What follows belongs to an exercise in optimizing a design on an open flow for small area; a production flow would make more cautious choices.
Only simulation tests tie the RTL to the original design; equivalence was not proved.

// spike_rank_filter
module spike_rank_filter (
    input  wire        clk,
    input  wire        rst,           
    input  wire [15:0] raw,           
    input  wire [1:0]  mode,          
    input  wire [1:0]  win,           
    input  wire [3:0]  rank,          
    input  wire [15:0] thr,           
    input  wire        cnt_rd,        
    output wire [15:0] clean,
    output wire        excised,
    output reg  [31:0] excise_count
);
    integer a, b, i, j;
    reg [127:0] hist;
    reg [8:1]   vld;
    reg [3:0]   age;       
    reg [80:0]  ord;
    reg  [8:1]  nw;
    reg  [15:0] hb;
    reg         cy;
    wire [15:0] nr      = {raw[15], ~raw[14:0]};
    wire        raw_le0 = raw[15] | (raw == 16'd0);
    always @(*) begin
        for (b = 1; b <= 8; b = b + 1) vld[b] = (age >= b);
    end
    always @(*) begin
        for (b = 1; b <= 8; b = b + 1) begin
            hb = hist[16*(b-1) +: 16] ^ 16'h8000;
            cy = 1'b1;
            for (i = 0; i < 16; i = i + 1)
                cy = (hb[i] & nr[i]) | (hb[i] & cy) | (nr[i] & cy);
            nw[b] = vld[b] ? cy : raw_le0;
        end
    end
    always @(posedge clk) begin
        hist <= {hist[111:0], raw};
        if (rst) begin
            age <= 4'd0;
            for (a = 1; a <= 8; a = a + 1)
                for (b = a + 1; b <= 8; b = b + 1)
                    ord[9*a+b] <= 1'b1;       
        end else begin
            if (!age[3]) age <= age + 4'd1;
            for (a = 1; a <= 7; a = a + 1)
                for (b = a + 1; b <= 7; b = b + 1)
                    ord[9*(a+1)+b+1] <= ord[9*a+b];
            for (b = 1; b <= 7; b = b + 1)
                ord[9+b+1] <= nw[b];
        end
    end
  ...
clock: 7.0 ns
lec_check: 0
cap_margin: 20
core_margin: 2
core_utilization: 50
place_density: 0.8
slew_margin: 20
standard.sh (not shown) runs the stock make flow with config.mk's settings and CLKGATE_MAP_FILE= SYNTH_SCRIPT=/design/flow/synth_recipe.tcl, a recipe that flattens the netlist after the stock synthesis.
==> flow/flow/run.sh <==
#!/bin/bash
# Own layout flow: the standard ORFS flow with
#  - the same synthesis script, but an area-oriented ABC script and only full
#    adders extracted (flow/my_synth.tcl, flow/abc_area.script);
#  - port buffers of the smallest buffer (buf_1) instead of the default;
#  - clock tree: clkbuf_16 only, larger sink clusters, no dummy loads.
# The standard synthesis is run first as a reference: if the registers of the
# own synthesis (names and cell types) differ from it, the flow falls back to
# the standard synthesis. Every tool's output goes to a log file here.
set -euo pipefail
W=$PWD
F=$W/flow
PLAT=${FLOW_PLATFORM:-sky130hd}

bash standard.sh synth > $W/log_std_synth.txt 2>&1
mv $W/orfs $W/orfs_std

# 2. our configuration: the standard flow's config.mk plus layout settings
cat > $W/own_config.mk <<EOF
include $W/config.mk
export BUFFER_PORTS_ARGS = -buffer_cell sky130_fd_sc_hd__buf_1
export GPL_TIMING_DRIVEN = 0
export CTS_ARGS = -sink_clustering_enable -repair_clock_nets -dont_use_dummy_load -sink_clustering_size 15 -sink_clustering_max_diameter 100 -buf_list sky130_fd_sc_hd__clkbuf_8
EOF

# the make command of standard.sh, with our config and synthesis script
MK=$(grep '^make ' $W/standard.sh | sed -e "s#DESIGN_CONFIG=[^ ]*#DESIGN_CONFIG=$W/own_config.mk#" \
    -e "s#SYNTH_SCRIPT=[^ ]*#SYNTH_SCRIPT=$F/my_synth.tcl#" -e 's#"\${@:-finish}"##')

export MY_ABC_SCRIPT=$F/abc_area.script
export MY_FA_ONLY=1
eval "$MK synth" > $W/log_own_synth.txt 2>&1

# 3. same registers as the standard synthesis?
regs() {
    python3 - "$1" <<'PY'
import re, sys
txt = open(sys.argv[1]).read()
out = []
for m in re.finditer(r'^\s*(sky130_fd_sc_hd__(?:df|dl|sdf|edf)\w*?)(?:_\d+)?\s+(\S+)\s*\(', txt, re.M):
    out.append(m.group(2) + ' ' + m.group(1))
print('\n'.join(sorted(out)))
PY
}
R=results/$PLAT/spike_rank_filter/base
regs $W/orfs_std/$R/1_2_yosys.v > $W/regs_std.txt
regs $W/orfs/$R/1_2_yosys.v > $W/regs_own.txt
if cmp -s $W/regs_std.txt $W/regs_own.txt && [ -s $W/regs_std.txt ]; then
    echo "registers match the standard synthesis ($(wc -l < $W/regs_std.txt))" > $W/log_regs.txt
else
    echo "registers differ: using the standard synthesis" > $W/log_regs.txt
    rm -rf $W/orfs
    cp -a $W/orfs_std $W/orfs
    MK=$(echo "$MK" | sed -e "s#SYNTH_SCRIPT=[^ ]*#SYNTH_SCRIPT=$W/synth_recipe.tcl#")
fi

# 4. the rest of the flow
eval "$MK finish" > $W/log_own_flow.txt 2>&1

# 5. the final DEF
: # left out here: write the final layout as DEF
Other scripts of this flow, unchanged in this note and not shown: flow/flow/abc_area.script, flow/flow/my_synth.tcl
Next try:
Settings changed: PLACE_DENSITY 0.8 to 0.65.
Result:
- The new run passed the timing, DRC and antenna checks
- worst setup slack gets worse by 100 ps
- register-to-register slack gets better by 100 ps
- worst hold slack gets better by 13 ps

static timing again, ports no longer ideal:
In the flow no input, the clock included, has a driving cell. The finished layouts below were timed again as built, in two steps.
Step 1 (the two cells are an assumption about what drives the block):
set clk [get_ports {clk}]
set_driving_cell -lib_cell sky130_fd_sc_hd__clkbuf_16 $clk
set_driving_cell -lib_cell sky130_fd_sc_hd__buf_2 [delete_from_list [all_inputs] $clk]
Step 2, shift: input delay + t, output delay - t, t = (earliest + latest rising clock arrival at the registers) / 2. This alone moves slack from input paths to output paths.
a / b / c = ideal / step 1 / step 2; a / b = the first two.
run	t (ns)	setup slack, ns	latest minus earliest clock arrival (ns)	worst register clock-pin slew, ns	pins driven straight from the clock port
the first run	0.556	0.656 / 0.665 / 0.109	0.059 / 0.058	0.10 / 0.10	1
the second run	0.557	0.554 / 0.572 / 0.014	0.061 / 0.061	0.11 / 0.11	1
After both steps setup and hold are still met in every run listed. The setup slack of the first run, which loses most, moves by +0.009 ns with the drivers and by -0.547 ns with both steps.
